This is an optimization exercise on Yosys and OpenROAD, whose aim is small area, a short achievable clock period and few clock cycles per item, not a production implementation. Function was not checked in any run shown here: the RTL went through the layout flow alone.

==> flow/design.v, too long to show whole: its modules and the start of the top module <==
// module cvu: 7482 lines
module cvu (
    input  wire        clk,
    input  wire        rst,
    input  wire        in_valid,
    output wire        in_ready,
    input  wire        in_first,
    input  wire        in_last,
    input  wire [3:0]  in_bytes,
    input  wire [63:0] in_data,
    input  wire [2:0]  cfg_preset,
    input  wire        cfg_chain,
    input  wire [6:0]  cfg_width,
    input  wire [63:0] cfg_poly,
    input  wire [63:0] cfg_init,
    input  wire [63:0] cfg_xorout,
    input  wire        cfg_refin,
    input  wire        cfg_refout,
    output reg         out_valid,
    output reg  [63:0] out_crc,
    output reg  [63:0] out_reg
);
  // ...
==> flow/run.sh <==
#!/bin/bash
# synth_recipe.tcl (not shown) runs the flow's synth.tcl, then flattens the netlist and writes it again
# the make line also repeats each setting of config.mk as NAME=value (left out here)
make -C /OpenROAD-flow-scripts/flow DESIGN_CONFIG=/design/flow/config.mk WORK_HOME=/design/flow/orfs CLKGATE_MAP_FILE= SYNTH_SCRIPT=/design/flow/synth_recipe.tcl finish
==> flow/config.mk <==
export PLATFORM = sky130hd
export DESIGN_NAME = cvu
export DESIGN_NICKNAME = cvu
export VERILOG_FILES = /design/flow/design.v
export SDC_FILE = /design/flow/constraint.sdc
export NUM_CORES = 4
export LEC_CHECK = 0
export CAP_MARGIN = 20
export CORE_MARGIN = 2
export CORE_UTILIZATION = 20
export PLACE_DENSITY = 0.3
export SETUP_SLACK_MARGIN = 1.0
export SLEW_MARGIN = 20
==> flow/constraint.sdc <==
create_clock -name core_clock -period 44.0 [get_ports {clk}]
set_input_delay 8.8000 -clock core_clock [delete_from_list [all_inputs] [get_ports {clk}]]
set_output_delay 8.8000 -clock core_clock [all_outputs]
set_load 0.01 [all_outputs]
==> reports/results.ini, run 1 <==
[sta]
period_minus_slack_ps = 14290
finalWorstSetupSlack_ps = 29710
finalSetupViolCount = 0
finalHoldViolations = 0
fin_tns_setup_ps = 0

[worst_setup_path]
cp.required_ps = 44480
worst-path-stages = 26
critPathTopFamily = XOR/XNOR gates
setup.worst_path.end_class = flop
endpoint = A[51]
startpoint_type = flop
reg2reg_from = pre_r[1]
critPathKind = reg -> reg
crit_arrival_ps = 14770
crit_top_cell = xnor3_1

[placed_design]
pre_cts_slack_ps = 29820
io_buffer_count = 406

[logic_synthesis]
yosys.area.top_type = xnor2_1
avgSynthCellArea_um2 = 8.09
synth-compound-area-share_pct = 16.4
ys_types = 137
syn-instance-count = 12700

[final_layout]
fin_cells = 19800
area_share_clock_buf_inv_pct = 2.07
area_dominant_class = multi-input combinational cells
mostFrequentLayoutCells = 2234 x nor2_1, 2022 x xnor2_1, 1384 x nand2_1
nets = 13200
multi_input_area_share_pct = 69.0
multi_input_area_um2 = 82700
final_common_cell = nor2_1

[cts]
cts_tree = built
post_cts_buffers = 0
clk_pin_slew_worst_paths_ps = 70

[route]
first_pass_iters = 9

[floorplanning]
row_count = 263
die-area_um2 = 520000
die_y_um = 721

[run_status]
outcome = no timing/DRC/antenna violations

[min_path]
hold_depth = 1

==> inputs of run 2 (changes only) <==
--- a/flow/design.v
+++ b/flow/design.v
@@ -41,62 +41,63 @@
                 4'd3: jsel_in = 8'b0010_0000;
                 4'd4: jsel_in = 8'b0001_0000;
                 4'd5: jsel_in = 8'b0000_1000;
                 4'd6: jsel_in = 8'b0000_0100;
                 4'd7: jsel_in = 8'b0000_0010;
                 default: ;
             endcase
     end
-    reg  [2:0] pre_r;
-    reg        chain_r, refin_r, refout_r, p0_r;
+    reg        refin_r, refout_r, p0_r;
     reg  [5:0] k_r;           
     reg [63:0] poly_r, init_r, xor_r, mu_r;
     reg [63:0] A;             
-    reg [63:0] p_eff, mu_eff, init_eff, xor_eff;
-    reg  [5:0] k_eff;         
-    reg        refin_eff, refout_eff;
-    wire [5:0] k_in = 6'd0 - cfg_width[5:0];
+    reg [63:0] n_poly, n_mu, n_init, n_xor;
+    reg  [5:0] n_k;
+    reg        n_refin, n_refout;
     always @* begin
-        p_eff = poly_r; mu_eff = mu_r; init_eff = init_r; xor_eff = xor_r;
-        k_eff = k_r; refin_eff = refin_r; refout_eff = refout_r;
-        case (pre_r)
-            3'd1: begin
-                p_eff = 64'h1edc6f4100000000; mu_eff = 64'h1f91caf6386f2c24;
-                init_eff = chain_r ? {init_r[31:0], 32'd0} : 64'hffffffff00000000;
-                xor_eff = 64'hffffffff; k_eff = 6'd32; refin_eff = 1'b1; refout_eff = 1'b1;
+        n_poly = cfg_poly; n_mu = 64'd0; n_init = cfg_init; n_xor = cfg_xorout;
+        n_k = 6'd0 - cfg_width[5:0]; n_refin = cfg_refin; n_refout = cfg_refout;
+        case (cfg_preset)
+            3'd1: begin  
+                n_poly = 64'h1edc6f4100000000; n_mu = 64'h1f91caf6386f2c24;
+                n_init = cfg_chain ? {cfg_init[31:0], 32'd0} : 64'hffffffff00000000;
+                n_xor = 64'hffffffff; n_k = 6'd32; n_refin = 1'b1; n_refout = 1'b1;
             end
-            3'd2: begin
-                p_eff = 64'h42f0e1eba9ea3693; mu_eff = 64'h578d29d06cc4f872;
-                init_eff = chain_r ? init_r : 64'd0;
-                xor_eff = 64'd0; k_eff = 6'd0; refin_eff = 1'b0; refout_eff = 1'b0;
+            3'd2: begin  
+                n_poly = 64'h42f0e1eba9ea3693; n_mu = 64'h578d29d06cc4f872;
+                n_init = cfg_chain ? cfg_init : 64'd0;
+                n_xor = 64'd0; n_k = 6'd0; n_refin = 1'b0; n_refout = 1'b0;
             end
-            3'd3: begin
-                p_eff = 64'h42f0e1eba9ea3693; mu_eff = 64'h578d29d06cc4f872;
-                init_eff = chain_r ? init_r : {64{1'b1}};
-                xor_eff = {64{1'b1}}; k_eff = 6'd0; refin_eff = 1'b1; refout_eff = 1'b1;
+            3'd3: begin  
+                n_poly = 64'h42f0e1eba9ea3693; n_mu = 64'h578d29d06cc4f872;
+                n_init = cfg_chain ? cfg_init : {64{1'b1}};
+                n_xor = {64{1'b1}}; n_k = 6'd0; n_refin = 1'b1; n_refout = 1'b1;
             end
-            3'd4: begin
-                p_eff = 64'h04c11db700000000; mu_eff = 64'h04d101df481b4e5a;
-                init_eff = chain_r ? {init_r[31:0], 32'd0} : 64'hffffffff00000000;
-                xor_eff = 64'hffffffff; k_eff = 6'd32; refin_eff = 1'b1; refout_eff = 1'b1;
+            3'd4: begin  
+                n_poly = 64'h04c11db700000000; n_mu = 64'h04d101df481b4e5a;
+                n_init = cfg_chain ? {cfg_init[31:0], 32'd0} : 64'hffffffff00000000;
+                n_xor = 64'hffffffff; n_k = 6'd32; n_refin = 1'b1; n_refout = 1'b1;
             end
-            3'd5: begin
-                p_eff = 64'h1021000000000000; mu_eff = 64'h11303471a041b342;
-                init_eff = chain_r ? {init_r[15:0], 48'd0} : 64'hffff000000000000;
-                xor_eff = 64'd0; k_eff = 6'd48; refin_eff = 1'b0; refout_eff = 1'b0;
+            3'd5: begin  
+                n_poly = 64'h1021000000000000; n_mu = 64'h11303471a041b342;
+                n_init = cfg_chain ? {cfg_init[15:0], 48'd0} : 64'hffff000000000000;
+                n_xor = 64'd0; n_k = 6'd48; n_refin = 1'b0; n_refout = 1'b0;
             end
-            3'd6: begin
-                p_eff = 64'h0700000000000000; mu_eff = 64'h07156a166329dd12;
-                init_eff = chain_r ? {init_r[7:0], 56'd0} : 64'd0;
-                xor_eff = 64'd0; k_eff = 6'd56; refin_eff = 1'b0; refout_eff = 1'b0;
+            3'd6: begin  
+                n_poly = 64'h0700000000000000; n_mu = 64'h07156a166329dd12;
+                n_init = cfg_chain ? {cfg_init[7:0], 56'd0} : 64'd0;
+                n_xor = 64'd0; n_k = 6'd56; n_refin = 1'b0; n_refout = 1'b0;
             end
             default: ;
         endcase
     end
+    wire [63:0] p_eff = poly_r, mu_eff = mu_r, init_eff = init_r, xor_eff = xor_r;
+    wire  [5:0] k_eff = k_r;
+    wire        refin_eff = refin_r, refout_eff = refout_r;
     wire [63:0] sh_in  = s1 ? poly_r : A;
     wire [63:0] sh_out = sh_in << k_r;
     reg [63:0] U;
     reg [31:0] V;
     always @* begin
         U[0] = 1'b1;
         for (i1 = 1; i1 < 64; i1 = i1 + 1)
             U[i1] = sh_out[64-i1];
@@ -7445,24 +7446,23 @@
         out_valid <= ~rst & pend;
         if (run) begin
             d_r     <= in_data;
             first_r <= in_first;
             last_r  <= in_last;
             jsel    <= jsel_in;
         end
         if (run & expf_r) begin
-            pre_r    <= cfg_preset;
-            chain_r  <= cfg_chain;
-            k_r      <= k_in;
-            refin_r  <= cfg_refin;
-            refout_r <= cfg_refout;
-            poly_r   <= cfg_poly;
-            init_r   <= cfg_init;
-            xor_r    <= cfg_xorout;
+            k_r      <= n_k;
+            refin_r  <= n_refin;
+            refout_r <= n_refout;
+            poly_r   <= n_poly;
+            init_r   <= n_init;
+            xor_r    <= n_xor;
+            mu_r     <= n_mu;
         end else if (s1) begin
             poly_r <= U;
             p0_r   <= sh_out[0];
             xor_r  <= xor_r & wmask;
             mu_r   <= 64'd0;
             init_r <= V_sq;
         end else if (s2) begin
             poly_r <= pal_back;
==> flow/config.mk (replaced) <==
export PLATFORM = sky130hd
export DESIGN_NAME = cvu
export DESIGN_NICKNAME = cvu
export VERILOG_FILES = /design/flow/design.v
export SDC_FILE = /design/flow/constraint.sdc
export NUM_CORES = 4
export LEC_CHECK = 0
export CAP_MARGIN = 20
export CORE_MARGIN = 2
export CORE_UTILIZATION = 50
export PLACE_DENSITY = 0.65
export SLEW_MARGIN = 20
==> reports/results.ini, run 2 <==
[worst_setup_path]
setup.worst_path.end_class = flop  ; unchanged
startpoint_type = flop  ; unchanged
startpoint = refin_r  ; was pre_r[1]
r2r_slack_ps = 30890  ; was 29710 ps
crit_arrival_ps = 13600  ; was 14770 ps
reg2reg_from = refin_r  ; was pre_r[1]
critical_path.max_stage_delay_ps = 1070  ; was 970 ps
cp_num_buf_inv = 4  ; was 3
crit_top_cell = xnor3_1  ; unchanged
cp.required_ps = 44490  ; was 44480 ps
cp_slowest_cell = xnor3_1  ; was nor2_1
critPathKind = reg -> reg  ; unchanged
cp_max_fo = 65  ; was 53
rr_worst_depth = 25  ; was 26
critPathTopFamily = XOR/XNOR gates  ; unchanged
rr_endpoint = A[30]  ; was A[51]

[cts]
clock_path_buffers = 3  ; unchanged
cts_resized = 0  ; unchanged
cts_hold_buffers = 0  ; unchanged
htreeDepth = 3  ; unchanged
cts_buffers = 68  ; was 75
cts.sinks = 608  ; was 612
clk_pin_slew_worst_paths_ps = 60  ; was 70 ps
clockRootBuffer = clkbuf_16  ; unchanged
post_cts_buffers = 0  ; unchanged
insertion_delay_ps = 740  ; about the same
cts_tree = built  ; unchanged

[placed_design]
io_buffer_count = 406  ; unchanged
hpwl_um = 378000  ; was 601000 um
gp_congestion = 1.16  ; was 0.978

[sta]
worstMarginPinSlew_ps = 1380  ; was 1420 ps
skew_ps = 69.5  ; was 83.4 ps
finalHoldViolations = 0  ; unchanged
fin_crit_sh_pct = 29.8  ; was 32.5%
fin_tns_setup_ps = 0  ; unchanged
period_minus_slack_ps = 13110  ; was 14290 ps
whs_ps = 340  ; was 421 ps
finalMaxSlewViolations = 0  ; unchanged
fmax_ghz = 0.0763  ; was 0.0700 GHz
finalSetupViolCount = 0  ; unchanged
max_slew_margin_pct = 7.43  ; was 5.55%
rsz0062_at_grt = false  ; unchanged

[logic_synthesis]
yosysMostFrequentCell = xnor2_1  ; was nor2_1
synth_flop_cell = edfxtp_1  ; unchanged
synth-seq-cells = 608  ; was 612
async_flop_share_pct = 0  ; unchanged
syn_nets = 10800  ; was 13000
synth_edf_count = 402  ; was 406
synth_commonest_cells = 2309 x xnor2_1, 1775 x nand2_1, 1390 x nor2_1  ; was 2249 x nor2_1, 2045 x xnor2_1, 1386 x nand2_1
ys_types = 97  ; was 137
yosys.area.top_type = xnor2_1  ; unchanged
ys.warnings.count = 1  ; unchanged
syn_area_um2 = 88400  ; was 103000 um^2
avgSynthCellArea_um2 = 8.41  ; was 8.09 um^2
synthTopCellsByArea = xnor2_1 23%, edfxtp_1 14%, xnor3_1 8.6%  ; was xnor2_1 17%, edfxtp_1 12%, xnor3_1 11%
syn-instance-count = 10500  ; was 12700
synth_top_area_share_pct = 22.9  ; was 17.4%
synth_seq_area_share_pct = 18.3  ; was 15.9%

[final_layout]
nets = 11000  ; was 13200
final_common_cell = xnor2_1  ; was nor2_1
layout-drive-gt1-share_pct = 10.8  ; was 11.0%
mostFrequentLayoutCells = 2290 x xnor2_1, 1774 x nand2_1, 1384 x nor2_1  ; was 2234 x nor2_1, 2022 x xnor2_1, 1384 x nand2_1
syn2layout_area_growth_pct = 11.4  ; was 16.5%

[run_status]
outcome = no timing/DRC/antenna violations  ; unchanged

[run]
maxCapViolCount = 0  ; unchanged

[min_path]
min-delay-start = refout_r  ; was res_xor[63]
min_to = res_refout  ; was out_crc[63]
holdCritPathClass = reg -> reg  ; unchanged
hold_depth = 0  ; was 1

[route]
wire_per_inst_um = 38.3  ; was 39.2 um
vias = 89800  ; was 105000
first_pass_iters = 16  ; was 9
drtIter0Drc = 18400  ; was 14400
totalWireLength_um = 504000  ; was 777000 um
post-route-drc-count = 0  ; unchanged
via_per_inst = 6.83  ; was 5.33
ant_nets = 0  ; unchanged

[floorplanning]
die-area_um2 = 180000  ; was 520000 um^2
core-area_um2 = 176000  ; was 512000 um^2
start_util_pct = 50.3  ; was 20.1%
row_count = 154  ; was 263
io_pins = 408  ; unchanged
die_y_um = 425  ; was 721 um
die_w_um = 425  ; was 721 um

[global_route]
grt-ovfl-total = 0  ; unchanged
grt_max_degree = 95  ; was 227
track_usage_pct = 53.8  ; was 28.6%
antenna_found_initial = 46  ; was 110
grt_pass1_wl_um = 674000  ; was 1010000 um
grt_pass1_vias = 81600  ; was 97600

run 2: cell count changes in the layout (fill, tap and decap cells not counted), moves of 143 or more:
cell | previous run | this run
o22ai_1 | 177 | 325
a21oi_1 | 516 | 333
xnor2_1 | 2022 | 2290
nand3_1 | 206 | 63
buf_4 | 687 | 451
nor2_1 | 2234 | 1384
nand2_1 | 1384 | 1774
xnor3_1 | 493 | 337
run 2: cell families after synthesis:
kind of cell             synth area share [%]
AND/OR/NAND/NOR                          16.4
XOR/XNOR                                 42.3
AO/OA/AOI/OAI                            10.2
buffers and inverters                    3.74
flip-flops                               18.3
multiplexers                             8.94
adder cells (fa/ha/maj)                0.0990
run 2: metrics by stage:
stage / instance area [um^2] / util [%] / cells / setup slack [ps]
2_1_floorplan: 88400 / - / 10500 / 33360
3_3_place_gp: 96100 / 54.6 / 13000 / 31620
3_5_place_dp: 96100 / 54.6 / 13000 / 31560
4_1_cts: 98400 / 55.9 / 13100 / 31910
5_1_grt: 98500 / 56.0 / 13100 / 31490
6_report: 98600 / 56.0 / 13200 / 30890
run 2: final cells by class:
class	instances	area (um^2)
fillers	16000	77400
flip-flops and latches	608	16200
clock buffers	91	1870
repair buffers	860	7500
multi-input cells	9140	69400
well taps	2340	2930
inverters	56	215
clock inverters	35	378
diodes	33	82.6
run 2: worst max path at each step:
stage | end | cells past startpoint | slack [ps]
floorplan | poly_r[30] | 9 | 33360
global placement | poly_r[45] | 10 | 31620
detailed placement | poly_r[45] | 10 | 31560
CTS | A[30] | 25 | 31910
global route | A[30] | 25 | 31490
finish | A[30] | 25 | 30890
run 2: layer usage:
layer | part of all wire (%) | vias up | track usage, %
met4 | 11 | 12 | 42.7
met2 | 38 | 9081 | 72.8
met5 | 0.045 | - | 0
met3 | 17 | 2525 | 24.3
met1 | 34 | 42500 | 65.4
li1 | - | 35700 | -

[afterwards: timing with drivers on the ports]
No port has a modelled driver above. Below, the same layouts with a new extraction and two added sets of constraints.
Step 1 assumes that a clkbuf_16 drives the clock port and a buf_2 every other input.
Step 2 times the ports against the registers' clock, not the clock port: input delays grow and output delays shrink by t, the midpoint of the rising clock arrivals with the driver on.
a / b / c = no drivers / after step 1 / after step 2; a / b = the first two.
run | t (ns) | setup slack, ns | worst setup path at the end | worst register clock-pin slew, ns | worst slew at a driven data input, ns
run 1 | 0.765 | 29.707 / 29.707 / 29.707 | register to register | 0.08 / 0.08 | 0.18
run 2 | 0.795 | 30.889 / 30.889 / 30.889 | register to register | 0.10 / 0.10 | 0.14
After both steps setup and hold are still met in every run listed.
